This design comes from an exercise in tuning for small area on the open sky130 flow, not from production work. Only simulation tests tie the RTL to the original design; equivalence was not proved. Power and IR drop assume default switching activity.

## flow/run.sh

```bash
#!/bin/bash
# synth_recipe.tcl (not shown) runs the flow's synth.tcl, then flattens the netlist and writes it again
# the make line also repeats each setting of config.mk as NAME=value (left out here)
make -C /OpenROAD-flow-scripts/flow DESIGN_CONFIG=/design/flow/config.mk WORK_HOME=/design/flow/orfs CLKGATE_MAP_FILE= SYNTH_SCRIPT=/design/flow/synth_recipe.tcl finish
```

## flow/config.mk

```make
export PLATFORM = sky130hd
export DESIGN_NAME = row_pwm
export DESIGN_NICKNAME = row_pwm
export VERILOG_FILES = /design/flow/design.v
export SDC_FILE = /design/flow/constraint.sdc
export NUM_CORES = 4
export LEC_CHECK = 0
export CAP_MARGIN = 20
export CORE_MARGIN = 2
export CORE_UTILIZATION = 25
export PLACE_DENSITY = 0.45
export SLEW_MARGIN = 20
```

## flow/constraint.sdc

```tcl
create_clock -name core_clock -period 20.0 [get_ports {clk}]
set_input_delay 4.0000 -clock core_clock [delete_from_list [all_inputs] [get_ports {clk}]]
set_output_delay 4.0000 -clock core_clock [all_outputs]
set_load 0.01 [all_outputs]
```

## flow/design.v

```verilog
module row_pwm (
    input  wire        clk,
    input  wire        rst,
    input  wire        tick,         
    input  wire        row_a,        
    input  wire [16:0] cfg_period,   
    input  wire        gstart,       
    input  wire        wr_duty,
    input  wire        wr_phase,
    input  wire [2:0]  wr_ch,
    input  wire [16:0] wr_data,      
    output reg  [7:0]  out,
    output reg  [16:0] cnt,
    output reg         wrap
);
    function [17:0] add17;           
        input [16:0] a, b;
        input        ci;
        integer k;
        reg c;
        begin
            c = ci;
            for (k = 0; k < 17; k = k + 1) begin
                add17[k] = a[k] ^ b[k] ^ c;
                c = (a[k] & b[k]) | (a[k] & c) | (b[k] & c);
            end
            add17[17] = c;
        end
    endfunction
    function [16:0] inc17;           
        input [16:0] a;
        integer k;
        reg c;
        begin
            c = 1'b1;
            for (k = 0; k < 17; k = k + 1) begin
                inc17[k] = a[k] ^ c;
                c = a[k] & c;
            end
        end
    endfunction
    function [16:0] dec17;           
        input [16:0] a;
        integer k;
        reg b;
        begin
            b = 1'b1;
            for (k = 0; k < 17; k = k + 1) begin
                dec17[k] = a[k] ^ b;
                b = ~a[k] & b;
            end
        end
    endfunction
    function lt17;                   
        input [16:0] a, b;
        integer k;
        reg c;
        begin
            c = 1'b0;
            for (k = 0; k < 17; k = k + 1)
                c = (~a[k] & b[k]) | (~(a[k] ^ b[k]) & c);
            lt17 = c;
        end
    endfunction
    reg  [16:0] per;
    wire [16:0] pmin    = row_a ? 17'd2500 : 17'd500;
    wire [16:0] cfg_cl  = lt17(cfg_period, pmin) ? pmin :
                          lt17(17'd100000, cfg_period) ? 17'd100000 : cfg_period;
    wire [16:0] cnt_inc = inc17(cnt);
    wire        at_end  = (cnt_inc == per);
    wire        do_wrap = gstart || (tick && at_end);
    wire [16:0] per_nx  = do_wrap ? cfg_cl : per;
    reg  [8:0]  gap;
    reg  [7:0]  frac;
    reg  [7:0]  m;
    wire        gap1    = (gap == 9'd1);
    wire        hit     = tick && !do_wrap && gap1;
    wire [17:0] fsum    = add17({9'd0, frac}, {9'd0, per[7:0]}, 1'b0);
    wire [17:0] gnext   = add17({8'd0, per[16:8]}, 17'd0, fsum[8]);
    wire [16:0] gdec    = dec17({8'd0, gap});
    wire [16:0] minc    = inc17({9'd0, m});
    always @(posedge clk) begin
        if (rst) begin
            m    <= 8'd1;
            gap  <= 9'd19;           
            frac <= 8'd136;          
        end else if (do_wrap) begin
            m    <= 8'd1;
            gap  <= per_nx[16:8];
            frac <= per_nx[7:0];
        end else if (tick) begin
            if (gap1) begin
                m    <= minc[7:0];
                gap  <= gnext[8:0];
                frac <= fsum[7:0];
            end else begin
                gap  <= gdec[8:0];
            end
        end
    end
    always @(posedge clk) begin
        if (rst) begin
            cnt  <= 17'd0;
            per  <= 17'd5000;
            wrap <= 1'b0;
        end else begin
            cnt  <= do_wrap ? 17'd0 : (tick ? cnt_inc : cnt);
            per  <= per_nx;
            wrap <= do_wrap;
        end
    end
    reg  [16:0] duty_w  [0:7];
    reg  [7:0]  phase_w [0:7];
    reg  [16:0] duty_a  [0:7];
    reg  [7:0]  phase_a [0:7];
    reg  [16:0] rem     [0:7];   
    reg  [16:0] mq      [0:7];   
    reg  [16:0] mp      [0:7];   
    reg         ra      [0:7];   
    reg         hc      [0:7];   
    integer i;
    reg  [16:0] dn, tminv, kend;
    reg         st, q, step, fin, lo, hi;
    reg  [17:0] sum;
    reg  [16:0] rdec;
    always @(posedge clk) begin
        if (rst) begin
            out <= 8'd0;
            for (i = 0; i < 8; i = i + 1) begin
                duty_w[i]  <= 17'd0;
                duty_a[i]  <= 17'd0;
                phase_w[i] <= 8'd32 * i[7:0];
                phase_a[i] <= 8'd32 * i[7:0];
                rem[i]     <= 17'd18;
                mq[i]      <= 17'd0;
                hc[i]      <= 1'b0;
            end
        end else begin
            for (i = 0; i < 8; i = i + 1) begin
                if (do_wrap) begin
                    duty_a[i]  <= duty_w[i];
                    phase_a[i] <= phase_w[i];
                end
                dn    = do_wrap ? duty_w[i] : duty_a[i];
                st    = do_wrap ? (phase_w[i] == 8'd0) : (hit && phase_a[i] == m);
                q     = mq[i][0];
                step  = (mq[i][16:1] != 16'd0);
                fin   = (mq[i] == 17'd1);
                sum   = add17(rem[i], q ? mp[i] : 17'd0, 1'b0);
                tminv = ra[i] ? 17'd100 : 17'd20;
                lo    = (rem[i][16:7] == 10'd0) && (rem[i][6:0] < tminv[6:0]);
                hi    = lt17(mp[i], add17(rem[i], tminv, 1'b0));
                kend  = hc[i] ? (ra[i] ? 17'd118 : 17'd38) : 17'd18;
                rdec  = dec17(rem[i]);
                if (dn == 17'd0) begin
                    rem[i] <= 17'd18;
                    hc[i]  <= 1'b0;
                    mq[i]  <= 17'd0;
                    out[i] <= 1'b0;
                end else if (dn[16]) begin
                    rem[i] <= 17'd18;
                    hc[i]  <= 1'b0;
                    mq[i]  <= 17'd0;
                    out[i] <= 1'b1;
                end else if (st) begin
                    rem[i] <= 17'd0;
                    hc[i]  <= 1'b0;
                    mq[i]  <= {1'b1, dn[15:0]};
                    mp[i]  <= per_nx;
                    ra[i]  <= row_a;
                    out[i] <= 1'b1;
                end else if (tick) begin
                    if (step) begin
                        rem[i] <= sum[17:1];
                        mq[i]  <= mq[i] >> 1;
                    end else if (fin) begin
                        if (lo)
                            rem[i] <= tminv;
                        else if (hi) begin
                            rem[i] <= mp[i];
                            hc[i]  <= 1'b1;
                        end
                        mq[i] <= 17'd0;
                    end else if (rem[i] != kend) begin
                        rem[i] <= rdec;
                    end else begin
                        out[i] <= 1'b0;
                    end
                end
            end
            if (wr_duty)
                duty_w[wr_ch] <= wr_data;
            if (wr_phase)
                phase_w[wr_ch] <= wr_data[7:0];
        end
    end
endmodule
```

==> reports/results.tsv, run 1 <==
metric	value	unit
status	no timing/DRC/antenna violations	
final_core_util	28.7	%
worstPathRequired	20540	ps
die-area	203000	sq um
worst-path-buf-inv	5	
synth_ff_type	dfxtp_1	
drv_slew	0	
period_share	42.6	%
cts_buffers	105	
die-width	451	um
dp_hpwl	101000	um
setup-violations-final	0	
tightest_slew	1110	ps
fp-row-count	164	
netlist.area_leader.share	22.0	%
hold_class	reg -> reg	
reg2reg_to	rem[3][15]	
cts_root_buffer	clkbuf_16	
placed_cell_area	53500	sq um
gp_congestion	0.826	
synth.distinct_cells	72	
cts_tree	done	
first_iter_violations	2151	
vias	35400	
slowest_stage	a41oi_4	
routed_via_density	4.61	
fin_ws	11470	ps
p_total	5.14	mW
antenna_found_initial	14	
peakVddDrop	71.3	uV
grt_max_degree	121	
start_util	25.1	%
worst_clock_skew	43.4	ps
cpMostUsedCell	buf_4	
synth_area	49900	sq um
fin_nets	5554	
coreArea	199000	sq um
period_needed	8530	ps
async_reset_ff_share	0	%
htree_levels	3	
ant_nets	0	
p_leak	23.5	nW
worstSkewPairLatency	730	ps
wl_per_cell	18.7	um
layout_common_cells	nor2_1, dfxtp_1, ha_1	
grt_pass1_vias	35500	
ys_warn_count	8	
max_freq	117	MHz
cp.depth	10	
drc	0	
tns	0	ps
rsz0062_at_grt	false	
port_buffers	69	
fin_hold_ws	476	ps
yosysSeqAreaShare	42.7	%
yosysTopAreaCell	dfxtp_1	
power_density	90.0	nW/um^2
io_pins	70	
hold_viol_final	0	
die_y	451	um
path_cells	clkdlybuf4s50_1, a41oi_4, buf_4, buf_12, buf_4, mux2i_1, o21bai_1, buf_4, or2_1, nor2_1	
grt_first_pass_wirelength	223000	um
first_pass_iters	5	
track_usage	14.1	%
synthTopCellsByArea	dfxtp_1, edfxtp_1, ha_1, fa_1, mux2i_1	
detail_route.wirelength	144000	um
crit_path_start_kind	input pin	
cp_top_family	buffers and inverters	
synthToLayoutAreaGrowth	14.4	%
cts.path.max_buffers	3	
mostFrequentLayoutCell	nor2_1	
clk_pin_slew	70	ps
layout.cells.non_filler	7695	
syn-num-nets	5567	
critPathCaptureType	register	
cts_resized	0	
design_area	57100	sq um
place_inst	7491	
grt_overflow	0	
postCtsHoldBufs	0	
r2r_slack	11510	ps
drive_gt1_share	7.33	%
synth-edff-count	344	
postCtsSetupBuffers	0	
slowest_delay	940	ps
r2r.worst_path.cells	27	
dp_slack	10670	ps
drv_cap	0	
ys_seq_elements	892	
crit_path_end	rem[3][15]	
syn_area_per_cell	10.1	sq um
slew_headroom	25.7	%
synthCells	4955	
worstPathArrival	9070	ps
r2r_start	cnt[0]	
critPathMaxFanout	120	
worst-setup-path-type	in -> reg	
numClockSinks	892	
critPathLaunch	gstart	
## cell usage after synthesis, drive strengths merged (28+ instances only)
library cell / count
a211oi: 154
inv: 375
a21oi: 216
edfxtp: 344
and2: 234
fa: 159
xor2: 65
nand3: 50
nand2: 235
nand4: 39
nor2: 611
nor3: 53
dfxtp: 548
o21ai: 117
nor4: 151
a21o: 28
o21bai: 30
mux2i: 299
nor2b: 38
ha: 409
xnor2: 38
buf: 75
a31oi: 29
mux2: 60
or2: 30
o211ai: 34
clkbuf: 198
a221oi: 67
## layer usage
layer / global-route usage [%] / part of all wire, % / vias to the layer above
li1: - / - / 17500
met1: 19.4 / 47 / 17200
met2: 23.2 / 47 / 562
met3: 1.63 / 3.5 / 170
met4: 3.68 / 2.2 / 4
met5: 0 / 0.019 / -
## worst min path at each step
stage	to	slack, ps	cells past startpoint	startpoint
2_1_floorplan	hc[7]	430	2	hc[7]
3_3_place_gp	hc[2]	450	2	hc[2]
3_5_place_dp	hc[7]	460	2	hc[7]
4_1_cts	hc[7]	470	2	hc[7]
5_1_grt	mq[0][1]	500	2	mq[0][1]
6_report	hc[7]	480	2	hc[7]
## tightest hold or removal path, delay by kind of cell (launching register included)
family	cells	cell delay [ps]
AOI/OAI and AO/OA	1	50
buffers and inverters	1	50
DFF	1	330
## power by group
group	total, mW	switching, mW	internal [mW]
combinational	1.07	0.665	0.403
sequential	2.09	0.0999	1.99
clock	1.99	0.826	1.16
## layout make-up
type	instances	area, sq um
fill	20900	142000
multi-input combinational	3409	26200
sequential	892	21300
tap	2656	3320
clock buffer	157	3080
inverter	381	1430
timing repair buffer	153	1320
clock inverter	43	510
antenna	4	10.0
## registers in the layout, indices dropped and copies added, names as in the netlist, 17 cells and up
register  count
duty_w      136
mq          136
phase_w      64
rem         136
cnt          17
mp          136
per          17
phase_a      64
duty_a      136
## cells by family after synthesis
kind of cell / count (synthesis) / synth area share (%)
mux: 359 / 7.35
flops: 892 / 42.7
compound gates: 843 / 11.5
buf+inv: 654 / 5.17
fa+ha+maj: 568 / 16.6
xor+xnor: 103 / 1.81
simple gates: 1536 / 14.9
==> inputs of run 2 (changes only) <==
--- a/flow/design.v
+++ b/flow/design.v
@@ -122,7 +122,6 @@
     reg  [16:0] dn, tminv, kend;
     reg         st, q, step, fin, lo, hi;
     reg  [17:0] sum;
-    reg  [16:0] rdec;
     always @(posedge clk) begin
         if (rst) begin
             out <= 8'd0;
@@ -146,12 +145,12 @@
                 q     = mq[i][0];
                 step  = (mq[i][16:1] != 16'd0);
                 fin   = (mq[i] == 17'd1);
-                sum   = add17(rem[i], q ? mp[i] : 17'd0, 1'b0);
+                sum   = add17(rem[i], step ? (q ? mp[i] : 17'd0) :
+                                      fin ? ~mp[i] : 17'h1ffff, 1'b0);
                 tminv = ra[i] ? 17'd100 : 17'd20;
                 lo    = (rem[i][16:7] == 10'd0) && (rem[i][6:0] < tminv[6:0]);
-                hi    = lt17(mp[i], add17(rem[i], tminv, 1'b0));
+                hi    = (sum[16:7] == 10'h3ff) && (~sum[6:0] < tminv[6:0]);
                 kend  = hc[i] ? (ra[i] ? 17'd118 : 17'd38) : 17'd18;
-                rdec  = dec17(rem[i]);
                 if (dn == 17'd0) begin
                     rem[i] <= 17'd18;
                     hc[i]  <= 1'b0;
@@ -182,7 +181,7 @@
                         end
                         mq[i] <= 17'd0;
                     end else if (rem[i] != kend) begin
-                        rem[i] <= rdec;
+                        rem[i] <= sum[16:0];
                     end else begin
                         out[i] <= 1'b0;
                     end
==> run 2 against run 1 <==
Against the previous run: still clean on timing, DRC and antenna; die area is 8.8% lower; critical path depth is 21 higher; via count shrank 4.8%; sequential share of layout area is 3.6 points higher; worst hold slack got worse by 23 ps; critical path type is now reg -> reg; largest power group unchanged.
==> reports/results.tsv, run 2 <==
metric	value	unit
cts_resized	0	
die-width	431	um
syn_area_per_cell	10.1	sq um
critPathCaptureType	register	
worst-setup-path-type	reg -> reg	
power_density	103	nW/um^2
p_comb_share	24.4	%
track_usage	15.0	%
first_iter_violations	2737	
synth_area	45500	sq um
cts_tree	done	
hold_class	reg -> reg	
worstPathArrival	11130	ps
peakVddDrop	73.4	uV
p_total	5.36	mW
ys_seq_elements	892	
postCtsHoldBufs	0	
async_reset_ff_share	0	%
cts.path.max_buffers	3	
cts_root_buffer	clkbuf_16	
grt_overflow	0	
die-area	185000	sq um
critPathMaxFanout	40	
drv_cap	0	
wl_per_cell	20.4	um
mostFrequentLayoutCell	dfxtp_1	
period_share	52.7	%
slowest_delay	860	ps
vias	33700	
yosysSeqAreaShare	46.8	%
layout_common_cells	dfxtp_1, nand2_1, nor2_1	
tightest_slew	1150	ps
p_clk_share	36.6	%
period_needed	10540	ps
worstSkewPairLatency	750	ps
grt_max_degree	111	
fp-row-count	156	
worst_clock_skew	55.5	ps
grt_first_pass_wirelength	213000	um
grt_pass1_vias	33100	
ys_top_cells_by_count	dfxtp_1, nand2_1, nor2_1	
placed_cell_area	48500	sq um
yosys.cell_count.top_type	dfxtp_1	
p_sw_share	32.1	%
fillers	18900	
p_leak	18.7	nW
tns	0	ps
detail_route.wirelength	142000	um
slew_headroom	22.8	%
routed_via_density	4.87	
synthTopCellsByArea	dfxtp_1, edfxtp_1, fa_1, mux2i_1, nand2_1	
crit_path_start_kind	register	
p_int	3.64	mW
setup-violations-final	0	
yosysTopAreaCell	dfxtp_1	
drive_gt1_share	8.14	%
port_buffers	69	
netlist.area_leader.share	24.1	%
rsz0062_at_grt	false	
io_pins	70	
first_pass_iters	6	
status	no timing/DRC/antenna violations	
numClockSinks	892	
coreArea	181000	sq um
worstPathRequired	20590	ps
max_freq	94.9	MHz
synthToLayoutAreaGrowth	14.4	%
drc	0	
postCtsSetupBuffers	0	
cts_buffers	104	
die_y	431	um
drv_slew	0	
design_area	52100	sq um
power_switching	1.72	mW
slowest_stage	and2_1	
start_util	25.2	%
layout.cells.non_filler	6933	
p_seq_share	39.0	%
htree_levels	3	
clk_pin_slew	60	ps
fin_nets	4741	
cpMostUsedCell	fa_1	
gp_congestion	0.804	
synth_ff_type	dfxtp_1	
antenna_found_initial	14	
synth.distinct_cells	84	
ant_nets	0	
place_inst	6729	
ys_warn_count	8	
synth-edff-count	344	
synthCells	4516	
dp_hpwl	95200	um
hold_viol_final	0	
syn-num-nets	4792	
-- run 2: changes by cell type after synthesis, moves of 92 or more --
cell     change
nor2_1     -260
a21oi_1     +92
xnor2_1     +98
inv_1      -196
mux2i_1     -96
nand2_1    +276
ha_1       -312
-- run 2: per-stage QoR --
step	hold slack [ps]	utilization [%]	worst slack, ps
after CTS	455	28.8	9430
final	453	28.8	9460
after floorplan	436	-	10240
after detailed placement	448	26.8	9430
after global routing	477	28.8	8820
after global placement	444	26.8	9530
-- run 2: layer usage --
layer	track usage (%)	routed length (um)	vias up
met2	23.8	63800	776
li1	-	-	16200
met1	21.0	66800	16600
met4	5.60	4990	0
met5	0	0	-
met3	1.76	5970	202
-- run 2: cells by family (layout without fill, tap and decap cells) --
logic type	Yosys count	in the layout	synth area share [%]
AOI/OAI and AO/OA	937	937	14.6
xor gates and xnor gates	223	223	4.29
adders and majority gates	232	232	8.61
buffers and inverters	496	536	4.68
DFF	892	892	46.8
muxes	222	222	4.94
other	0	7	0
and+or+nand+nor	1514	1514	16.1
-- run 2: area by class of cell --
class | count | area, sq um | area share [%]
Sequential cell | 892 | 21300 | 40.9
Timing Repair Buffer | 158 | 1360 | 2.62
Clock buffer | 162 | 3110 | 5.97
Tap cell | 2370 | 2970 | 5.70
Multi-Input combinational cell | 3128 | 22200 | 42.7
Clock inverter | 35 | 412 | 0.791
Antenna cell | 7 | 17.5 | 0.0337
Inverter | 181 | 679 | 1.31
-- run 2: final timing paths --
check / start / endpoint / slack [ps] / depth (start not counted)
setup reg to reg: mq[1][4] / rem[1][9] / 9460 / 31
setup / recovery: mq[1][4] / rem[1][9] / 9460 / 31
hold reg to reg: rem[7][11] / rem[7][11] / 450 / 2
hold / removal: rem[7][11] / rem[7][11] / 450 / 2
-- run 2: power groups by stage --
stage / combinational (mW) / sequential (mW) / clock, mW
final: 1.31 / 2.09 / 1.96
after global routing: 1.46 / 2.11 / 2.09
after CTS: 1.32 / 2.09 / 2.02
after detailed placement: 1.31 / 2.13 / 0
after global placement: 1.31 / 2.13 / 0
after floorplan: 0.954 / 2.10 / 0
-- run 2: critical path, delay by kind of cell (launching register included) --
family                   cells  cell delay (ps)
AO/OA/AOI/OAI                1              300
XOR/XNOR                     1              180
flip-flops                   1              320
adder cells (fa/ha/maj)     17             6730
AND/OR/NAND/NOR              7             2060
buffers and inverters        4              490
multiplexers                 1              280
==> inputs of run 3 (changes only) <==
--- a/flow/design.v
+++ b/flow/design.v
@@ -80,11 +80,7 @@
     wire [16:0] gdec    = dec17({8'd0, gap});
     wire [16:0] minc    = inc17({9'd0, m});
     always @(posedge clk) begin
-        if (rst) begin
-            m    <= 8'd1;
-            gap  <= 9'd19;           
-            frac <= 8'd136;          
-        end else if (do_wrap) begin
+        if (do_wrap) begin
             m    <= 8'd1;
             gap  <= per_nx[16:8];
             frac <= per_nx[7:0];
@@ -123,18 +119,7 @@
     reg         st, q, step, fin, lo, hi;
     reg  [17:0] sum;
     always @(posedge clk) begin
-        if (rst) begin
-            out <= 8'd0;
-            for (i = 0; i < 8; i = i + 1) begin
-                duty_w[i]  <= 17'd0;
-                duty_a[i]  <= 17'd0;
-                phase_w[i] <= 8'd32 * i[7:0];
-                phase_a[i] <= 8'd32 * i[7:0];
-                rem[i]     <= 17'd18;
-                mq[i]      <= 17'd0;
-                hc[i]      <= 1'b0;
-            end
-        end else begin
+        begin
             for (i = 0; i < 8; i = i + 1) begin
                 if (do_wrap) begin
                     duty_a[i]  <= duty_w[i];
@@ -163,7 +148,6 @@
                     out[i] <= 1'b1;
                 end else if (st) begin
                     rem[i] <= 17'd0;
-                    hc[i]  <= 1'b0;
                     mq[i]  <= {1'b1, dn[15:0]};
                     mp[i]  <= per_nx;
                     ra[i]  <= row_a;
@@ -173,12 +157,11 @@
                         rem[i] <= sum[17:1];
                         mq[i]  <= mq[i] >> 1;
                     end else if (fin) begin
+                        hc[i] <= hi && !lo;
                         if (lo)
                             rem[i] <= tminv;
-                        else if (hi) begin
+                        else if (hi)
                             rem[i] <= mp[i];
-                            hc[i]  <= 1'b1;
-                        end
                         mq[i] <= 17'd0;
                     end else if (rem[i] != kend) begin
                         rem[i] <= sum[16:0];
@@ -192,5 +175,13 @@
             if (wr_phase)
                 phase_w[wr_ch] <= wr_data[7:0];
         end
+        if (rst) begin
+            out <= 8'd0;
+            for (i = 0; i < 8; i = i + 1) begin
+                duty_w[i]  <= 17'd0;
+                duty_a[i]  <= 17'd0;
+                phase_w[i] <= 8'd32 * i[7:0];
+            end
+        end
     end
 endmodule
==> run 3 against run 2 <==
Against the previous run: still clean on timing, DRC and antenna; synthesized area decreased by 3.1%; final cell count increased by 1.5%; sequential power decreased by 3%; clock power decreased by 5%; first-iteration DRC count decreased by 18%; sequential cell count unchanged; synthesized cell count increased by 3.4%; combinational power increased by 37%; highest routed layer is now met5.
==> reports/results.tsv, run 3 <==
metric	value	unit
track_usage	15.2	%
globalRouteMet2Util	24.8	%
synth.area.mux_share	5.76	%
grt_pass1_vias	33100	
htree_levels	3	
reg2reg_to	rem[2][16]	
place_inst	6846	
fp-row-count	154	
numClockSinks	892	
max_freq	94.0	MHz
mostFrequentLayoutCell	nand2_1	
critPathLaunch	mq[2][3]	
multi_input_area	22200	sq um
start_util	25.1	%
worst_clock_skew	21.9	ps
critPathMaxFanout	23	
layout_common_cells	nand2_1, dfxtp_1, nor2_1	
synth.distinct_cells	74	
p_int	3.74	mW
synth_compound_area_share	14.6	%
drv_cap	0	
tns	0	ps
netlist.area_leader.share	30.3	%
clk_pin_slew	60	ps
synth_area	44100	sq um
synth-edff-count	225	
cts_tree	done	
ant_nets	0	
hold_class	reg -> reg	
p_sw_share	34.1	%
fillers	18500	
r2r_start	mq[2][3]	
power_switching	1.93	mW
tightest_slew	1250	ps
detail_route.wirelength	139000	um
wl_per_cell	19.7	um
p_comb_share	31.6	%
grt_first_pass_wirelength	211000	um
status	no timing/DRC/antenna violations	
cts_resized	0	
io_pins	70	
gr-max-usage-layer	met2	
ys_top_cells_by_count	nand2_1, dfxtp_1, nor2_1	
period_needed	10630	ps
p_total	5.67	mW
dp_hpwl	93900	um
ys_seq_elements	892	
synth_xor_area_share	4.45	%
fin_nets	4885	
routed_via_density	4.81	
slowest_stage	nor3_2	
yosysSeqAreaShare	45.6	%
fin_hold_ws	449	ps
placed_cell_area	47300	sq um
port_buffers	69	
postCtsHoldBufs	0	
grt_max_degree	90	
crit_path_start_kind	register	
power_density	112	nW/um^2
first_iter_violations	2244	
peakVddDrop	62.8	uV
syn-num-nets	4944	
postCtsSetupBuffers	0	
worstPathRequired	20580	ps
worst-setup-path-type	reg -> reg	
dp_slack	9310	ps
cts_buffers	99	
cts.path.max_buffers	3	
slew_headroom	16.2	%
r2r_slack	9370	ps
antenna_found_initial	9	
r2r.worst_path.cells	34	
yosys.area_share.simple	16.3	%
cpMostUsedCell	fa_1	
period_share	53.2	%
synthTopCellsByArea	dfxtp_1, edfxtp_1, nand2_1, fa_1, mux2i_1	
synthToLayoutAreaGrowth	14.9	%
crit_path_end	rem[2][16]	
grtUsageMet1	20.9	%
fin_ws	9370	ps
grt_overflow	0	
rsz0062_at_grt	false	
synth_ff_type	dfxtp_1	
p_leak	17.8	nW
p_seq_share	35.6	%
yosys.cell_count.top_type	nand2_1	
hold_viol_final	0	
die-width	424	um
coreArea	176000	sq um
vias	33900	
die_y	424	um
async_reset_ff_share	0	%
synth_top_family_by_area	simple AND/OR/NAND/NOR gates	
die-area	180000	sq um
synthCells	4668	
grtUsageMet3	1.99	%
first_pass_iters	5	
setup-violations-final	0	
drive_gt1_share	7.44	%
worstSkewPairLatency	710	ps
final_core_util	28.8	%
design_area	50700	sq um
yosysTopAreaCell	dfxtp_1	
drc	0	
p_clk_share	32.9	%
critPathCaptureType	register	
slowest_delay	820	ps
layout.cells.non_filler	7036	
synth-adder-area-share	8.88	%
syn_area_per_cell	9.45	sq um
drv_slew	0	
cts_root_buffer	clkbuf_16	
gp_congestion	0.831	
worstPathArrival	11210	ps
ys_warn_count	8	
seqCellArea	20100	sq um
run 3: area by class of cell:
type                       count  area share (%)
antenna                        2         0.00988
tap                         2340            5.78
multi-input combinational   3276            43.9
timing repair buffer         167            2.85
clock buffer                 149            5.87
clock inverter                37           0.625
inverter                     173            1.29
sequential                   892            39.7
run 3: worst min path at each step:
stage	end	slack (ps)	from	cells past startpoint
detailed placement	phase_a[7][7]	440	phase_w[7][7]	0
floorplan	phase_a[6][3]	420	phase_w[6][3]	0
global route	phase_a[0][1]	460	phase_w[0][1]	0
global placement	phase_a[6][3]	440	phase_w[6][3]	0
finish	phase_a[7][7]	450	phase_w[7][7]	0
CTS	phase_a[7][1]	450	phase_w[7][1]	0
run 3: metal layers:
layer / routed length [um] / up-vias
met4: 3140 / 2
met1: 65700 / 16600
met5: 9 / -
met2: 64300 / 645
met3: 5670 / 157
li1: - / 16500
run 3: logic make-up after synthesis:
family          count (synthesis)
buf+inv                       500
fa+ha+maj                     232
flops                         892
simple gates                 1599
xor+xnor                      224
compound gates                970
mux                           251
run 3: power by group through the flow:
stage	Combinational [mW]	Sequential [mW]	Clock, mW
floorplan	1.33	2.03	0
global placement	1.79	2.06	0
detailed placement	1.79	2.06	0
CTS	1.80	2.02	1.92
global route	2.02	2.03	1.98
finish	1.79	2.02	1.86
run 3: worst max-delay path, delay by kind of cell, from the launching register on:
| family | cells | cell delay (ps) |
|---|---|---|
| and+or+nand+nor | 7 | 2180 |
| AOI/OAI and AO/OA | 1 | 160 |
| muxes | 1 | 210 |
| xor gates and xnor gates | 1 | 130 |
| adders and majority gates | 17 | 6490 |
| buffers and inverters | 7 | 1010 |
| DFF | 1 | 320 |
==> inputs of run 4 (changes only) <==
--- a/flow/config.mk
+++ b/flow/config.mk
@@ -7,6 +7,9 @@
 export LEC_CHECK = 0
 export CAP_MARGIN = 20
 export CORE_MARGIN = 2
-export CORE_UTILIZATION = 25
-export PLACE_DENSITY = 0.45
+export CORE_UTILIZATION = 50
+export CTS_BUF_LIST = sky130_fd_sc_hd__clkbuf_16
+export CTS_CLUSTER_DIAMETER = 60
+export CTS_CLUSTER_SIZE = 24
+export PLACE_DENSITY = 0.65
 export SLEW_MARGIN = 20
==> run 4 against run 3 <==
Against the previous run: still clean; via count increased by 0.87%; routed wire length down 14%; count of clock-buffer cells in the layout decreased by 74; non-clock buffer count fell by 8; cell area shrank 4.4%; sequential cell count is the same; synthesized area is the same; core utilization grew 27 points; global-route usage rose by 11 points; worst hold slack better by 4.3 ps; first-iteration DRC count is 37% higher; power shrank 5.9%; largest cell class unchanged; highest routed layer is now met4.
==> reports/results.tsv, run 4 <==
metric	value	unit
start_util	50.6	%
die-width	301	um
vias	34200	
crit_path_start_kind	register	
synth.distinct_cells	74	
syn-num-nets	4944	
critPathCaptureType	register	
synth_area	44100	sq um
yosysSeqAreaShare	45.6	%
max_freq	96.3	MHz
cts_root_buffer	clkbuf_16	
slowest_delay	850	ps
synthToLayoutAreaGrowth	9.83	%
worst_clock_skew	46.5	ps
netlist.area_leader.share	30.3	%
worstPathRequired	20530	ps
coreArea	87200	sq um
fin_nets	4852	
track_usage	26.1	%
yosysTopAreaCell	dfxtp_1	
fp-row-count	108	
grt_overflow	0	
cts.path.max_buffers	3	
port_buffers	69	
setup-violations-final	0	
peakVddDrop	71.9	uV
htree_levels	3	
synth-edff-count	225	
detail_route.wirelength	120000	um
cts_resized	0	
tns	0	ps
grt_max_degree	180	
hold_class	reg -> reg	
antenna_found_initial	3	
cpMostUsedCell	fa_1	
syn_area_per_cell	9.45	sq um
seqCellArea	20100	sq um
dp_hpwl	79900	um
p_total	5.34	mW
ys_warn_count	8	
first_iter_violations	3082	
hold_viol_final	0	
slowest_stage	and2_1	
period_needed	10380	ps
wl_per_cell	20.6	um
synthTopCellsByArea	dfxtp_1, edfxtp_1, nand2_1, fa_1, mux2i_1	
tightest_slew	1080	ps
drive_gt1_share	6.66	%
multi_input_area	22200	sq um
power_switching	1.91	mW
final_core_util	55.6	%
async_reset_ff_share	0	%
slew_headroom	28.1	%
grt_first_pass_wirelength	186000	um
p_sw_share	35.8	%
yosys.cell_count.top_type	nand2_1	
postCtsHoldBufs	0	
routed_via_density	5.90	
ys_seq_elements	892	
cts_tree	done	
synthCells	4668	
die-area	90600	sq um
worstSkewPairLatency	670	ps
p_seq_share	37.7	%
worstPathArrival	10910	ps
critPathMaxFanout	20	
status	no timing/DRC/antenna violations	
gp_congestion	0.889	
clk_pin_slew	80	ps
first_pass_iters	5	
p_leak	17.4	nW
power_density	110	nW/um^2
drv_cap	0	
ant_nets	0	
numClockSinks	892	
p_int	3.43	mW
synth_ff_type	dfxtp_1	
period_share	51.9	%
p_clk_share	29.3	%
postCtsSetupBuffers	0	
place_inst	5655	
die_y	301	um
worst-setup-path-type	reg -> reg	
ys_top_cells_by_count	nand2_1, dfxtp_1, nor2_1	
drv_slew	0	
grt_pass1_vias	31700	
cts_buffers	74	
p_comb_share	33.0	%
layout_common_cells	nand2_1, dfxtp_1, nor2_1	
io_pins	70	
rsz0062_at_grt	false	
mostFrequentLayoutCell	nand2_1	
fillers	7739	
drc	0	
layout.cells.non_filler	5794	
==> run 4: area by class of cell <==
type / count / area share, %
inverters: 173 / 1.35
flip-flops and latches: 892 / 41.5
clock buffers: 75 / 3.87
multi-input cells: 3276 / 45.8
diodes: 1 / 0.00517
clock inverters: 63 / 1.55
repair buffers: 159 / 2.88
well taps: 1155 / 2.98
==> run 4: stage by stage <==
| stage | setup WS, ps | hold WS (ps) | instance area (sq um) |
|---|---|---|---|
| finish | 9620 | 454 | 48400 |
| global route | 9080 | 465 | 48400 |
| CTS | 9590 | 455 | 48400 |
| detailed placement | 9590 | 434 | 45800 |
| global placement | 9800 | 433 | 45800 |
| floorplan | 9960 | 421 | 44100 |
==> run 4: kinds of logic after synthesis <==
kind of cell | Yosys count | share of synthesized area, %
AO/OA/AOI/OAI | 970 | 14.6
buffers and inverters | 500 | 4.49
XOR/XNOR | 224 | 4.45
flip-flops | 892 | 45.6
AND/OR/NAND/NOR | 1599 | 16.3
multiplexers | 251 | 5.76
adder cells (fa/ha/maj) | 232 | 8.88
==> run 4: final timing paths <==
kind	start	cells after the start	slack (ps)	to
setup / recovery	mq[0][4]	32	9620	rem[0][1]
hold / removal	phase_w[7][3]	0	450	phase_a[7][3]
setup reg to reg	mq[0][4]	32	9620	rem[0][1]
hold reg to reg	phase_w[7][3]	0	450	phase_a[7][3]
==> run 4: metal layers <==
| metal | vias up | part of all wire [%] | GRT usage [%] |
|---|---|---|---|
| li1 | 16400 | - | - |
| met5 | - | 0 | 0 |
| met4 | 0 | 2.7 | 7.92 |
| met3 | 164 | 6.7 | 3.90 |
| met1 | 16600 | 46 | 38.1 |
| met2 | 969 | 45 | 40.0 |
==> run 4: power groups by stage <==
stage                     registers (mW)  clock network (mW)  logic (mW)
final                               2.01                1.57        1.76
after global routing                2.03                1.66        1.97
after CTS                           2.01                1.60        1.75
after detailed placement            2.05                   0        1.74
after global placement              2.05                   0        1.72
after floorplan                     2.03                   0        1.33
==> run 4: worst max-delay path, delay by kind of cell (launching register included) <==
| kind | cells | cell delay (ps) |
|---|---|---|
| xor gates and xnor gates | 1 | 120 |
| and+or+nand+nor | 4 | 1830 |
| buffers and inverters | 6 | 620 |
| adders and majority gates | 17 | 6440 |
| muxes | 1 | 300 |
| AOI/OAI and AO/OA | 3 | 610 |
| DFF | 1 | 320 |
==> inputs of run 5 (changes only) <==
--- a/flow/config.mk
+++ b/flow/config.mk
@@ -8,8 +8,8 @@
 export CAP_MARGIN = 20
 export CORE_MARGIN = 2
 export CORE_UTILIZATION = 50
-export CTS_BUF_LIST = sky130_fd_sc_hd__clkbuf_16
-export CTS_CLUSTER_DIAMETER = 60
-export CTS_CLUSTER_SIZE = 24
+export CTS_BUF_LIST = sky130_fd_sc_hd__clkbuf_4
+export CTS_CLUSTER_DIAMETER = 40
+export CTS_CLUSTER_SIZE = 10
 export PLACE_DENSITY = 0.65
 export SLEW_MARGIN = 20
==> run 5 against run 4 <==
Against the previous run: still clean on timing, DRC and antenna; combinational power is essentially flat; worst setup slack lost 95 ps; core utilization decreased by 0.59 points; worst hold slack lost 3.1 ps; largest power group unchanged.
==> reports/results.tsv, run 5 <==
metric	value	unit
status	no timing/DRC/antenna violations	
fp-row-count	108	
synth_compound_area_share	14.6	%
postCtsSetupBuffers	0	
cts_root_buffer	clkbuf_4	
period_share	52.4	%
worstPathRequired	20880	ps
cts_buffers	137	
io_pins	70	
r2r.worst_path.cells	32	
critPathCaptureType	register	
synth_ff_type	dfxtp_1	
mostFrequentLayoutCell	nand2_1	
synth-adder-area-share	8.88	%
ys_top_cells_by_count	nand2_1, dfxtp_1, nor2_1	
synthTopCellsByArea	dfxtp_1, edfxtp_1, nand2_1, fa_1, mux2i_1	
vias	34400	
ys_warn_count	8	
htree_levels	4	
wl_per_cell	20.3	um
power_density	107	nW/um^2
critPathMaxFanout	20	
antenna_found_initial	6	
grt_max_degree	180	
p_leak	17.3	nW
synthToLayoutAreaGrowth	8.65	%
synth-edff-count	225	
tightest_slew	1090	ps
synth.distinct_cells	74	
cts_tree	done	
grt_overflow	0	
async_reset_ff_share	0	%
cts_resized	0	
synth_top_family_by_area	simple AND/OR/NAND/NOR gates	
worstSkewPairLatency	1070	ps
slowest_delay	860	ps
synth_xor_area_share	4.45	%
hold_class	reg -> reg	
port_buffers	69	
grt_pass1_vias	32200	
hold_viol_final	0	
die-area	90600	sq um
routed_via_density	5.82	
first_iter_violations	2896	
yosysSeqAreaShare	45.6	%
track_usage	26.4	%
crit_path_start_kind	register	
grt_first_pass_wirelength	187000	um
detail_route.wirelength	120000	um
worst-setup-path-type	reg -> reg	
drv_slew	0	
setup-violations-final	0	
yosys.cell_count.top_type	nand2_1	
cpMostUsedCell	fa_1	
clk_pin_slew	110	ps
worstPathArrival	11350	ps
gp_congestion	0.889	
slew_headroom	27.3	%
postCtsHoldBufs	0	
slowest_stage	and2_1	
layout_common_cells	nand2_1, dfxtp_1, nor2_1	
yosys.area_share.simple	16.3	%
ys_seq_elements	892	
cts.path.max_buffers	3	
design_area	47900	sq um
drc	0	
fin_nets	4915	
tns	0	ps
synth_area	44100	sq um
numClockSinks	892	
dp_hpwl	79900	um
start_util	50.6	%
period_needed	10470	ps
die-width	301	um
peakVddDrop	73.2	uV
worst_clock_skew	97.6	ps
ant_nets	0	
placed_cell_area	45800	sq um
die_y	301	um
drv_cap	0	
yosysTopAreaCell	dfxtp_1	
holdPathStages	0	
coreArea	87200	sq um
synth.area.mux_share	5.76	%
rsz0062_at_grt	false	
netlist.area_leader.share	30.3	%
drive_gt1_share	8.49	%
syn_area_per_cell	9.45	sq um
syn-num-nets	4944	
first_pass_iters	5	
synthCells	4668	
max_freq	95.5	MHz
## run 5: cell counts after synthesis
Identical to the previous run, type by type.
## run 5: layout make-up
cell class | count | area [sq um]
tap | 1155 | 1450
antenna | 9 | 22.5
inverter | 173 | 652
multi-input combinational | 3276 | 22200
timing repair buffer | 159 | 1400
fill | 7926 | 39200
clock buffer | 169 | 1270
sequential | 892 | 20100
clock inverter | 76 | 823
## run 5: critical path, delay by kind of cell (launching register included)
family	cells	cell delay, ps
compound gates	4	910
flops	1	330
simple gates	4	1830
buf+inv	6	630
fa+ha+maj	17	6460
xor+xnor	1	120
## run 5: kinds of logic (layout without fill, tap and decap cells)
family	after synthesis	after routing
flip-flops	892	892
buffers and inverters	500	577
adder cells (fa/ha/maj)	232	232
XOR/XNOR	224	224
AO/OA/AOI/OAI	970	970
other	0	9
AND/OR/NAND/NOR	1599	1599
multiplexers	251	251
## run 5: metrics by stage
| step | utilization (%) | setup WS (ps) | total power, mW | hold slack, ps | cells |
|---|---|---|---|---|---|
| floorplan | - | 9960 | 3.36 | 421 | 4668 |
| global placement | 52.5 | 9800 | 3.78 | 433 | 5655 |
| detailed placement | 52.5 | 9590 | 3.79 | 434 | 5655 |
| CTS | 54.9 | 9510 | 5.13 | 439 | 5900 |
| global route | 55.0 | 9020 | 5.44 | 464 | 5906 |
| finish | 55.0 | 9530 | 5.10 | 450 | 5909 |
## run 5: worst paths after layout
check,startpoint,to,slack [ps]
worst max-delay path,mq[0][4],rem[0][4],9530
worst min-delay path,phase_w[5][1],phase_a[5][1],450
worst max register to register,mq[0][4],rem[0][4],9530
worst min register to register,phase_w[5][1],phase_a[5][1],450
## run 5: layer usage
layer	vias to the layer above	share of wire (%)	global-route usage [%]
li1	16600	-	-
met1	16600	46	38.1
met2	1059	44	39.8
met3	195	7.3	4.79
met4	0	2.7	8.85
met5	-	0	0
## run 5: power by group
part           total [mW]  internal (mW)  switching, mW
Combinational        1.76          0.734           1.02
Sequential           2.01           1.93         0.0814
Clock                1.33          0.627          0.706
Total                5.10           3.29           1.81
==> inputs of run 6 (changes only) <==
--- a/flow/config.mk
+++ b/flow/config.mk
@@ -8,8 +8,8 @@
 export CAP_MARGIN = 20
 export CORE_MARGIN = 2
 export CORE_UTILIZATION = 50
-export CTS_BUF_LIST = sky130_fd_sc_hd__clkbuf_4
-export CTS_CLUSTER_DIAMETER = 40
-export CTS_CLUSTER_SIZE = 10
+export CTS_BUF_LIST = sky130_fd_sc_hd__clkbuf_8
+export CTS_CLUSTER_DIAMETER = 50
+export CTS_CLUSTER_SIZE = 16
 export PLACE_DENSITY = 0.65
 export SLEW_MARGIN = 20
==> run 6 against run 5 <==
Against the previous run: sequential share of layout area is 0.16 points lower; combinational power barely moved; die area unchanged; cell area increased by 0.39%; clock skew down 53 ps; power grew 1.3%; non-clock buffer count did not move; sequential cell count is the same; register-to-register slack gained 90 ps.
==> reports/results.tsv, run 6 <==
metric	value	unit
status	no timing/DRC/antenna violations	
rsz0062_at_grt	false	
period_needed	10380	ps
drive_gt1_share	7.56	%
synth-edff-count	225	
async_reset_ff_share	0	%
setup-violations-final	0	
track_usage	26.1	%
first_pass_iters	5	
cts_buffers	99	
p_sw_share	36.5	%
die-width	301	um
slowest_delay	850	ps
routed_via_density	5.85	
yosysSeqAreaShare	45.6	%
synth_area	44100	sq um
netlist.area_leader.share	30.3	%
p_comb_share	34.0	%
critPathCaptureType	register	
die-area	90600	sq um
cts_resized	0	
slew_headroom	25.4	%
hold_viol_final	0	
reg2reg_to	rem[0][1]	
drv_cap	0	
r2r_start	mq[0][4]	
cpMostUsedCell	fa_1	
numClockSinks	892	
worstPathArrival	11010	ps
clk_pin_slew	100	ps
slowest_stage	and2_1	
fillers	7789	
die_y	301	um
ys_seq_elements	892	
holdPathStages	0	
port_buffers	69	
crit_path_start_kind	register	
synthCells	4668	
detail_route.wirelength	120000	um
power_density	108	nW/um^2
htree_levels	3	
synth.distinct_cells	74	
coreArea	87200	sq um
tns	0	ps
wl_per_cell	20.5	um
grt_max_degree	180	
first_iter_violations	2821	
hold_class	reg -> reg	
r2r_slack	9620	ps
power_switching	1.89	mW
ys_top_cells_by_count	nand2_1, dfxtp_1, nor2_1	
cts_root_buffer	clkbuf_8	
yosysTopAreaCell	dfxtp_1	
critPathMaxFanout	20	
synthToLayoutAreaGrowth	9.08	%
ys_warn_count	8	
dp_hpwl	79900	um
antenna_found_initial	7	
grt_pass1_vias	31800	
p_int	3.29	mW
layout_common_cells	nand2_1, dfxtp_1, nor2_1	
hold_end	phase_a[0][3]	
postCtsHoldBufs	0	
worstSkewPairLatency	770	ps
syn-num-nets	4944	
cts.path.max_buffers	3	
gp_congestion	0.889	
synth_ff_type	dfxtp_1	
min_from	phase_w[0][3]	
cts_tree	done	
p_seq_share	38.9	%
grt_first_pass_wirelength	186000	um
p_total	5.17	mW
period_share	51.9	%
syn_area_per_cell	9.45	sq um
p_clk_share	27.1	%
start_util	50.6	%
synthTopCellsByArea	dfxtp_1, edfxtp_1, nand2_1, fa_1, mux2i_1	
p_leak	17.3	nW
yosys.cell_count.top_type	nand2_1	
r2r.worst_path.cells	32	
fin_hold_ws	437	ps
worst-setup-path-type	reg -> reg	
ant_nets	0	
fin_nets	4877	
drv_slew	0	
io_pins	70	
peakVddDrop	72.6	uV
postCtsSetupBuffers	0	
worst_clock_skew	44.9	ps
worstPathRequired	20630	ps
mostFrequentLayoutCell	nand2_1	
tightest_slew	1120	ps
fp-row-count	108	
vias	34200	
grt_overflow	0	
drc	0	
max_freq	96.3	MHz
==> run 6: cell counts after synthesis <==
No cell type changed its count.
==> run 6: logic make-up after synthesis <==
| kind of cell | Yosys count | synth area share (%) |
|---|---|---|
| buf+inv | 500 | 4.49 |
| xor+xnor | 224 | 4.45 |
| flops | 892 | 45.6 |
| fa+ha+maj | 232 | 8.88 |
| mux | 251 | 5.76 |
| compound gates | 970 | 14.6 |
| simple gates | 1599 | 16.3 |
==> run 6: cell type report <==
class | instances | area, sq um | share of cell area [%]
multi-input combinational | 3276 | 22200 | 46.2
sequential | 892 | 20100 | 41.8
tap | 1155 | 1450 | 3.00
clock buffer | 102 | 1400 | 2.92
timing repair buffer | 159 | 1400 | 2.90
clock inverter | 80 | 888 | 1.85
inverter | 173 | 652 | 1.35
antenna | 4 | 10.0 | 0.0208
==> run 6: worst max path at each step <==
stage | cells after the start | from | slack [ps] | to
after global placement | 32 | mq[0][4] | 9800 | rem[0][4]
final | 32 | mq[0][4] | 9620 | rem[0][1]
after floorplan | 35 | mq[2][11] | 9960 | rem[2][12]
after detailed placement | 32 | mq[0][4] | 9590 | rem[0][1]
after global routing | 32 | mq[0][9] | 9090 | rem[0][2]
after CTS | 32 | mq[0][4] | 9580 | rem[0][1]
==> run 6: layer usage <==
layer  track usage (%)  vias up  routed length [um]
met4              8.48        2                3190
met5                 0        -                  13
met1              38.0    16600               55200
met2              39.7      972               53000
met3              4.29      173                8160
li1                  -    16500                   -
==> run 6: worst max-delay path: cells and delay by family, from the launching register on <==
| kind | cells | cell delay, ps |
|---|---|---|
| mux | 1 | 290 |
| buf+inv | 6 | 630 |
| simple gates | 4 | 1830 |
| compound gates | 3 | 610 |
| xor+xnor | 1 | 120 |
| fa+ha+maj | 17 | 6440 |
| flops | 1 | 330 |
==> run 6: power by group through the flow <==
| stage | Clock, mW | Sequential (mW) | Combinational, mW |
|---|---|---|---|
| 2_1_floorplan | 0 | 2.03 | 1.33 |
| 3_5_place_dp | 0 | 2.05 | 1.74 |
| 5_1_grt | 1.50 | 2.03 | 1.97 |
| 6_report | 1.40 | 2.01 | 1.76 |
| 4_1_cts | 1.43 | 2.01 | 1.75 |
| 3_3_place_gp | 0 | 2.05 | 1.72 |
==> run 6: per-stage QoR <==
step                cell area [sq um]  util [%]  worst slack, ps  cells
finish                          48100      55.2             9620   5841
global route                    48100      55.2             9090   5838
CTS                             48100      55.2             9580   5837
detailed placement              45800      52.5             9590   5655
global placement                45800      52.5             9800   5655
floorplan                       44100         -             9960   4668
==> inputs of run 7 (changes only) <==
==> flow/flow/run.sh (new file) <==
#!/bin/bash
# The standard layout, with clock tree synthesis told not to add dummy
# loads (and the buffer and clustering choices of config.mk).
set -euo pipefail
export CTS_ARGS="-sink_clustering_enable -repair_clock_nets -dont_use_dummy_load -buf_list sky130_fd_sc_hd__clkbuf_8 -sink_clustering_size 16 -sink_clustering_max_diameter 50"
bash standard.sh > standard.log 2>&1
==> flow/standard.sh (new file) <==
#!/bin/bash
# synth_recipe.tcl (not shown) runs the flow's synth.tcl, then flattens the netlist and writes it again
# the make line also repeats each setting of config.mk as NAME=value (left out here)
make -C /OpenROAD-flow-scripts/flow DESIGN_CONFIG=/design/flow/config.mk WORK_HOME=/design/flow/orfs CLKGATE_MAP_FILE= SYNTH_SCRIPT=/design/flow/synth_recipe.tcl "${@:-finish}"
removed: flow/run.sh
==> run 7 against run 6 <==
Against the previous run: largest cell class unchanged; register-to-register slack is essentially flat; via count shrank 0.45%; synthesized area is the same; sequential cell count is the same; routed wire length shrank 0.29%; clock power shrank 25%; critical path type unchanged.
==> reports/results.tsv, run 7 <==
metric	value	unit
fin_nets	4877	
hold_viol_final	0	
syn_area_per_cell	9.45	sq um
ys_top_cells_by_count	nand2_1, dfxtp_1, nor2_1	
first_iter_violations	2919	
min_from	phase_w[0][3]	
rsz0062_at_grt	false	
ys_seq_elements	892	
synthToLayoutAreaGrowth	7.01	%
drc	0	
synth_ff_type	dfxtp_1	
clk_pin_slew	100	ps
p_leak	16.8	nW
max_freq	96.3	MHz
yosysTopAreaCell	dfxtp_1	
port_buffers	69	
dp_hpwl	79900	um
hold_class	reg -> reg	
critPathCaptureType	register	
fillers	7883	
syn-num-nets	4944	
grt_max_degree	180	
holdPathStages	0	
reg2reg_to	rem[0][1]	
r2r.worst_path.cells	32	
period_share	51.9	%
gp_congestion	0.889	
cp_top_family	adder cells	
track_usage	26.1	%
power_density	102	nW/um^2
worstPathArrival	11000	ps
period_needed	10390	ps
synthTopCellsByArea	dfxtp_1, edfxtp_1, nand2_1, fa_1, mux2i_1	
ys_warn_count	8	
postCtsHoldBufs	0	
cts_root_buffer	clkbuf_8	
antenna_found_initial	5	
final_core_util	54.2	%
cts.path.max_buffers	3	
status	no timing/DRC/antenna violations	
worstSkewPairLatency	760	ps
die-area	90600	sq um
vias	34000	
slowest_delay	850	ps
grt_pass1_vias	31700	
worst-path-buf-inv	6	
layout_common_cells	nand2_1, dfxtp_1, nor2_1	
cts_tree	done	
async_reset_ff_share	0	%
hold_end	phase_a[0][3]	
slowest_stage	and2_1	
io_pins	70	
mostFrequentLayoutCell	nand2_1	
worstPathRequired	20610	ps
slew_headroom	25.0	%
crit_path_start_kind	register	
routed_via_density	5.90	
drive_gt1_share	6.02	%
yosysSeqAreaShare	45.6	%
die_y	301	um
netlist.area_leader.share	30.3	%
cts_buffers	99	
postCtsSetupBuffers	0	
yosys.cell_count.top_type	nand2_1	
worst_clock_skew	83.8	ps
detail_route.wirelength	119000	um
ant_nets	0	
grt_first_pass_wirelength	185000	um
synthCells	4668	
fp-row-count	108	
setup-violations-final	0	
drv_slew	0	
die-width	301	um
cpMostUsedCell	fa_1	
tns	0	ps
drv_cap	0	
cts_resized	0	
coreArea	87200	sq um
wl_per_cell	20.7	um
synth_area	44100	sq um
worst-setup-path-type	reg -> reg	
r2r_start	mq[0][4]	
htree_levels	3	
grt_overflow	0	
tightest_slew	1120	ps
r2r_slack	9610	ps
first_pass_iters	6	
synth-edff-count	225	
synth.distinct_cells	74	
peakVddDrop	72.0	uV
critPathMaxFanout	20	
numClockSinks	892	
start_util	50.6	%
-- run 7: final cells by class --
class | instances | area, sq um | share of cell area (%)
Multi-Input combinational cell | 3276 | 22200 | 47.1
Antenna cell | 10 | 25.0 | 0.0530
Timing Repair Buffer | 159 | 1400 | 2.96
Sequential cell | 892 | 20100 | 42.6
Clock buffer | 99 | 1360 | 2.89
Inverter | 173 | 652 | 1.38
Tap cell | 1155 | 1450 | 3.06
-- run 7: how the worst max path moves through the flow --
stage | start | endpoint | cells after the start
2_1_floorplan | mq[2][11] | rem[2][12] | 35
3_3_place_gp | mq[0][4] | rem[0][4] | 32
3_5_place_dp | mq[0][4] | rem[0][1] | 32
4_1_cts | mq[0][4] | rem[0][1] | 32
5_1_grt | mq[0][9] | rem[0][2] | 32
6_report | mq[0][4] | rem[0][1] | 32
-- run 7: through the flow --
stage / cell area, sq um / cells / hold slack (ps) / power (mW) / worst slack (ps)
after CTS: 47100 / 5754 / 384 / 4.84 / 9590
after global routing: 47200 / 5759 / 395 / 5.13 / 9100
after global placement: 45800 / 5655 / 433 / 3.78 / 9800
after floorplan: 44100 / 4668 / 421 / 3.36 / 9960
after detailed placement: 45800 / 5655 / 434 / 3.79 / 9590
final: 47200 / 5764 / 385 / 4.82 / 9610
-- run 7: power breakdown --
part / internal (mW) / total (mW) / switching, mW
clock: 0.437 / 1.05 / 0.609
sequential: 1.93 / 2.01 / 0.0811
combinational: 0.734 / 1.76 / 1.02
-- run 7: worst register-to-register path, delay by kind of cell, from the launching register on --
family                     cells  cell delay [ps]
DFF                            1              320
AOI/OAI and AO/OA              3              600
buffers and inverters          6              630
adders and majority gates     17             6440
xor gates and xnor gates       1              130
muxes                          1              300
and+or+nand+nor                4             1840
-- run 7: kinds of logic (layout without fill, tap and decap cells) --
family | after synthesis | after routing | synth area share, %
buffers and inverters | 500 | 431 | 4.49
adder cells (fa/ha/maj) | 232 | 232 | 8.88
multiplexers | 251 | 251 | 5.76
AO/OA/AOI/OAI | 970 | 970 | 14.6
flip-flops | 892 | 892 | 45.6
AND/OR/NAND/NOR | 1599 | 1599 | 16.3
other | 0 | 10 | 0
XOR/XNOR | 224 | 224 | 4.45
-- run 7: layer usage --
layer	GRT usage [%]	share of wire [%]	vias to the layer above
li1	-	-	16400
met3	4.00	6.4	164
met4	8.02	2.6	0
met1	38.1	47	16500
met5	0	0	-
met2	39.7	44	958
==> inputs of run 8 (changes only) <==
==> flow/flow/run.sh (replaced) <==
#!/bin/bash
# The standard layout, with clock tree synthesis told not to add dummy
# loads, built from clkbuf_8 with small sink clusters.
set -euo pipefail
export CTS_ARGS="-sink_clustering_enable -repair_clock_nets -dont_use_dummy_load -buf_list sky130_fd_sc_hd__clkbuf_8 -sink_clustering_size 16 -sink_clustering_max_diameter 50"
bash standard.sh > standard.log 2>&1
==> run 8 against run 7 <==
Against the previous run: power unchanged; routed wire length unchanged; global-route usage unchanged; synthesized area unchanged; critical path depth unchanged; critical path type unchanged; core utilization unchanged; final cell count unchanged; clock power about the same; via count unchanged; highest routed layer unchanged; still clean; sequential power about the same; first-iteration DRC count unchanged; register-to-register slack about the same.
==> reports/results.tsv, run 8 <==
metric	value	unit
first_iter_violations	2919	
ys_warn_count	8	
drive_gt1_share	6.02	%
numClockSinks	892	
grt_first_pass_wirelength	185000	um
period_share	51.9	%
gp_congestion	0.889	
die-area	90600	sq um
setup-violations-final	0	
synth-edff-count	225	
clk_pin_slew	100	ps
critPathCaptureType	register	
port_buffers	69	
mostFrequentLayoutCell	nand2_1	
placed_cell_area	45800	sq um
cts_buffers	99	
fp-row-count	108	
drv_cap	0	
period_needed	10390	ps
vias	34000	
synthCells	4668	
dp_slack	9590	ps
hold_viol_final	0	
p_leak	16.8	nW
crit_path_start_kind	register	
slew_headroom	25.0	%
worstSkewPairLatency	760	ps
drv_slew	0	
rsz0062_at_grt	false	
cp_top_family	adder cells	
power_density	102	nW/um^2
peakVddDrop	72.0	uV
synth_area	44100	sq um
grt_pass1_vias	31700	
ant_nets	0	
dp_hpwl	79900	um
fin_hold_ws	385	ps
worstPathArrival	11000	ps
postCtsHoldBufs	0	
critPathMaxFanout	20	
die-width	301	um
cts_root_buffer	clkbuf_8	
worst_clock_skew	83.8	ps
synthTopCellsByArea	dfxtp_1, edfxtp_1, nand2_1, fa_1, mux2i_1	
synth.distinct_cells	74	
track_usage	26.1	%
cpMostUsedCell	fa_1	
status	no timing/DRC/antenna violations	
design_area	47200	sq um
ys_seq_elements	892	
routed_via_density	5.90	
grt_max_degree	180	
grt_overflow	0	
detail_route.wirelength	119000	um
yosysTopAreaCell	dfxtp_1	
antenna_found_initial	5	
ys_top_cells_by_count	nand2_1, dfxtp_1, nor2_1	
layout_common_cells	nand2_1, dfxtp_1, nor2_1	
start_util	50.6	%
io_pins	70	
fin_nets	4877	
slowest_stage	and2_1	
hold_class	reg -> reg	
fin_ws	9610	ps
tns	0	ps
htree_levels	3	
async_reset_ff_share	0	%
tightest_slew	1120	ps
postCtsSetupBuffers	0	
netlist.area_leader.share	30.3	%
drc	0	
synth_ff_type	dfxtp_1	
yosys.cell_count.top_type	nand2_1	
first_pass_iters	6	
synthToLayoutAreaGrowth	7.01	%
max_freq	96.3	MHz
worst-path-buf-inv	6	
syn-num-nets	4944	
cts.path.max_buffers	3	
cts_tree	done	
cts_resized	0	
coreArea	87200	sq um
wl_per_cell	20.7	um
die_y	301	um
worstPathRequired	20610	ps
worst-setup-path-type	reg -> reg	
syn_area_per_cell	9.45	sq um
yosysSeqAreaShare	45.6	%
slowest_delay	850	ps
## run 8: cell counts after synthesis
Identical to the previous run, type by type.
## run 8: logic make-up after synthesis
| kind of cell | after synthesis | synth area share [%] |
|---|---|---|
| XOR/XNOR | 224 | 4.45 |
| buffers and inverters | 500 | 4.49 |
| AND/OR/NAND/NOR | 1599 | 16.3 |
| AO/OA/AOI/OAI | 970 | 14.6 |
| flip-flops | 892 | 45.6 |
| adder cells (fa/ha/maj) | 232 | 8.88 |
| multiplexers | 251 | 5.76 |
## run 8: layout make-up
class                      count  area (sq um)
clock buffer                  99          1360
tap                         1155          1450
fill                        7883         40000
multi-input combinational   3276         22200
sequential                   892         20100
timing repair buffer         159          1400
inverter                     173           652
antenna                       10          25.0
## run 8: worst paths after layout
kind                                    start            end  slack, ps  depth (start not counted)
worst max-delay path                 mq[0][4]      rem[0][1]       9610                         32
worst min-delay path            phase_w[0][3]  phase_a[0][3]        390                          0
worst max register to register       mq[0][4]      rem[0][1]       9610                         32
worst min register to register  phase_w[0][3]  phase_a[0][3]        390                          0
## run 8: worst register-to-register path, delay by kind of cell, from the launching register on
kind,cells,cell delay [ps]
buffers and inverters,6,630
adders and majority gates,17,6440
muxes,1,300
AOI/OAI and AO/OA,3,600
and+or+nand+nor,4,1840
DFF,1,320
xor gates and xnor gates,1,130
## run 8: through the flow
| stage | instances | power [mW] | util (%) |
|---|---|---|---|
| final | 5764 | 4.82 | 54.2 |
| after global routing | 5759 | 5.13 | 54.1 |
| after CTS | 5754 | 4.84 | 54.1 |
| after detailed placement | 5655 | 3.79 | 52.5 |
| after global placement | 5655 | 3.78 | 52.5 |
| after floorplan | 4668 | 3.36 | - |
## run 8: power breakdown
part,switching (mW),internal (mW)
Combinational,1.02,0.734
Clock,0.609,0.437
Sequential,0.0811,1.93
Total,1.71,3.10
## run 8: layer usage
layer,global-route usage (%),vias up,wire (um)
met3,4.00,164,7630
met2,39.7,958,52900
met5,0,-,0
met1,38.1,16500,55600
met4,8.02,0,3110
li1,-,16400,-
==> inputs of run 9 (changes only) <==
==> flow/flow/run.sh (replaced) <==
#!/bin/bash
# The standard layout, with clock tree synthesis told not to add dummy
# loads (and the buffer and clustering choices of config.mk).
set -euo pipefail
export CTS_ARGS="-sink_clustering_enable -repair_clock_nets -dont_use_dummy_load -buf_list sky130_fd_sc_hd__clkbuf_4 -sink_clustering_size 10 -sink_clustering_max_diameter 40"
bash standard.sh > standard.log 2>&1
==> flow/config.mk (replaced) <==
export PLATFORM = sky130hd
export DESIGN_NAME = row_pwm
export DESIGN_NICKNAME = row_pwm
export VERILOG_FILES = /design/flow/design.v
export SDC_FILE = /design/flow/constraint.sdc
export NUM_CORES = 4
export LEC_CHECK = 0
export CAP_MARGIN = 10
export CORE_MARGIN = 2
export CORE_UTILIZATION = 60
export PLACE_DENSITY = 0.7
export SLEW_MARGIN = 10
==> run 9 against run 8 <==
Against the previous run: non-clock buffer count increased by 2; still clean; core utilization increased by 9.9 points; combinational power about the same; register-to-register slack got worse by 160 ps; routed wire length decreased by 1.5%; sequential cell count unchanged; critical path type unchanged; die area decreased by 16%; via count increased by 1.4%; first-iteration DRC count increased by 9.9%; cell area decreased by 1.2%; global-route usage increased by 5.1 points; sequential power about the same.
==> reports/results.tsv, run 9 <==
metric	value	unit
status	no timing/DRC/antenna violations	
p_clk_share	19.8	%
power_switching	1.70	mW
slowest_stage	and2_1	
worstPathArrival	11440	ps
start_util	60.6	%
synthTopCellsByArea	dfxtp_1, edfxtp_1, nand2_1, fa_1, mux2i_1	
grt_overflow	0	
final_core_util	64.0	%
hold_viol_final	0	
cts.path.max_buffers	3	
tightest_slew	1300	ps
die_y	275	um
ys_seq_elements	892	
peakVddDrop	127	uV
critPathCaptureType	register	
p_leak	16.8	nW
critPathMaxFanout	20	
p_seq_share	42.9	%
cts_buffers	142	
netlist.area_leader.share	30.3	%
slowest_delay	870	ps
hold_class	reg -> reg	
coreArea	72800	sq um
seqCellArea	20100	sq um
grt_max_degree	141	
syn-num-nets	4944	
dp_slack	9510	ps
synthToLayoutAreaGrowth	5.72	%
worst-setup-path-type	reg -> reg	
async_reset_ff_share	0	%
worstSkewPairLatency	1060	ps
yosysTopAreaCell	dfxtp_1	
cts_resized	0	
max_freq	94.8	MHz
drc	0	
syn_area_per_cell	9.45	sq um
yosys.cell_count.top_type	nand2_1	
fin_nets	4922	
vias	34500	
dp_hpwl	77200	um
synth-edff-count	225	
track_usage	31.1	%
worstPathRequired	20890	ps
detail_route.wirelength	118000	um
wl_per_cell	20.9	um
tns	0	ps
ant_nets	0	
crit_path_start_kind	register	
period_share	52.8	%
fillers	6150	
gp_congestion	0.889	
antenna_found_initial	7	
synth.distinct_cells	74	
synthCells	4668	
rsz0062_at_grt	false	
port_buffers	69	
drive_gt1_share	6.87	%
first_iter_violations	3209	
synth_area	44100	sq um
fin_hold_ws	421	ps
layout_common_cells	nand2_1, dfxtp_1, nor2_1	
grt_first_pass_wirelength	184000	um
p_sw_share	36.3	%
cpMostUsedCell	fa_1	
grt_pass1_vias	32600	
multi_input_area	22200	sq um
setup-violations-final	0	
postCtsSetupBuffers	0	
fin_ws	9450	ps
period_needed	10550	ps
die-width	275	um
cts_tree	done	
synth_ff_type	dfxtp_1	
drv_slew	0	
cts_root_buffer	clkbuf_4	
ys_top_cells_by_count	nand2_1, dfxtp_1, nor2_1	
p_comb_share	37.3	%
mostFrequentLayoutCell	nand2_1	
htree_levels	4	
power_density	101	nW/um^2
fp-row-count	99	
p_int	2.99	mW
drv_cap	0	
first_pass_iters	7	
io_pins	70	
routed_via_density	6.15	
clk_pin_slew	100	ps
postCtsHoldBufs	0	
ys_warn_count	8	
worst_clock_skew	114	ps
slew_headroom	12.5	%
yosysSeqAreaShare	45.6	%
die-area	75700	sq um
numClockSinks	892	
==> run 9: cell counts after synthesis <==
Identical to the previous run, type by type.
==> run 9: critical path, delay by kind of cell (launching register included) <==
| kind | cells | cell delay [ps] |
|---|---|---|
| xor+xnor | 1 | 120 |
| compound gates | 3 | 650 |
| flops | 1 | 340 |
| fa+ha+maj | 17 | 6470 |
| simple gates | 4 | 1860 |
| mux | 1 | 280 |
| buf+inv | 6 | 650 |
==> run 9: area by class of cell <==
cell class / count / area share [%]
antenna: 8 / 0.0429
clock buffer: 142 / 2.29
inverter: 173 / 1.40
multi-input combinational: 3276 / 47.6
sequential: 892 / 43.1
tap: 959 / 2.57
timing repair buffer: 161 / 2.99
==> run 9: kinds of logic (layout without fill, tap and decap cells) <==
| kind of cell | Yosys count | after routing | share of synthesized area (%) |
|---|---|---|---|
| AND/OR/NAND/NOR | 1599 | 1599 | 16.3 |
| AO/OA/AOI/OAI | 970 | 970 | 14.6 |
| flip-flops | 892 | 892 | 45.6 |
| buffers and inverters | 500 | 476 | 4.49 |
| multiplexers | 251 | 251 | 5.76 |
| adder cells (fa/ha/maj) | 232 | 232 | 8.88 |
| XOR/XNOR | 224 | 224 | 4.45 |
| other | 0 | 8 | 0 |
==> run 9: power by group through the flow <==
stage	Clock [mW]	Combinational, mW	Sequential (mW)
floorplan	0	1.33	2.03
global placement	0	1.71	2.05
detailed placement	0	1.74	2.05
CTS	0.948	1.75	2.01
global route	1.02	1.95	2.03
finish	0.927	1.75	2.01
==> run 9: path summary, 6_finish.rpt <==
path                                    start       endpoint  slack, ps  depth (start not counted)
worst max register to register       mq[0][4]      rem[0][1]       9450                         32
worst min register to register  phase_w[3][3]  phase_a[3][3]        420                          0
worst max-delay path                 mq[0][4]      rem[0][1]       9450                         32
worst min-delay path            phase_w[3][3]  phase_a[3][3]        420                          0
==> run 9: layer usage <==
metal | global-route usage [%] | part of all wire [%] | routed length [um]
met5 | 0 | 0.020 | 24
met1 | 43.9 | 45 | 52600
met2 | 49.1 | 45 | 53200
met4 | 10.2 | 2.9 | 3430
met3 | 5.08 | 7.0 | 8250
==> run 9: metrics by stage <==
| step | instances | total power [mW] | cell area (sq um) |
|---|---|---|---|
| after floorplan | 4668 | 3.36 | 44100 |
| after global placement | 5461 | 3.76 | 45500 |
| after detailed placement | 5461 | 3.79 | 45500 |
| after CTS | 5603 | 4.71 | 46600 |
| after global routing | 5605 | 4.99 | 46600 |
| final | 5611 | 4.69 | 46600 |

[what the ideal ports hide]
In the flow no input, the clock included, has a driving cell. The finished layouts below were timed again as built, in two steps. Step 1 sets driving cells, clkbuf_16 on the clock port and buf_2 on the other inputs (assumed; they add their load-dependent delay and slew). Step 2 moves the port delays by t, midway between the first and last clock arrival at a register: inputs arrive t later, outputs are due t later. That takes back most of the time a late clock gives input paths. Three values: ideal ports, drivers, drivers and shift; two values: the first two.
| run | shift t [ns] | setup slack, ns | worst setup path at the end | worst register clock-pin slew, ns |
|---|---|---|---|---|
| run 1 | 0.785 | 11.473 / 11.458 / 10.673 | input to register | 0.07 / 0.07 |
| run 2 | 0.795 | 9.461 / 9.461 / 9.461 | register to register | 0.07 / 0.07 |
| run 3 | 0.778 | 9.367 / 9.367 / 9.367 | register to register | 0.07 / 0.07 |
| run 4 | 0.718 | 9.620 / 9.620 / 9.620 | register to register | 0.10 / 0.10 |
| run 5 | 1.090 | 9.525 / 9.525 / 9.525 | register to register | 0.12 / 0.12 |
| run 6 | 0.806 | 9.618 / 9.618 / 9.618 | register to register | 0.11 / 0.11 |
| run 7 | 0.789 | 9.611 / 9.611 / 9.611 | register to register | 0.10 / 0.10 |
| run 8 | 0.789 | 9.611 / 9.611 / 9.611 | register to register | 0.10 / 0.10 |
| run 9 | 1.074 | 9.448 / 9.448 / 9.448 | register to register | 0.11 / 0.11 |
After both steps every run listed still meets setup and hold. For run 1, which loses most, drivers alone change the setup slack by -0.015 ns; drivers and shift together by -0.800 ns.
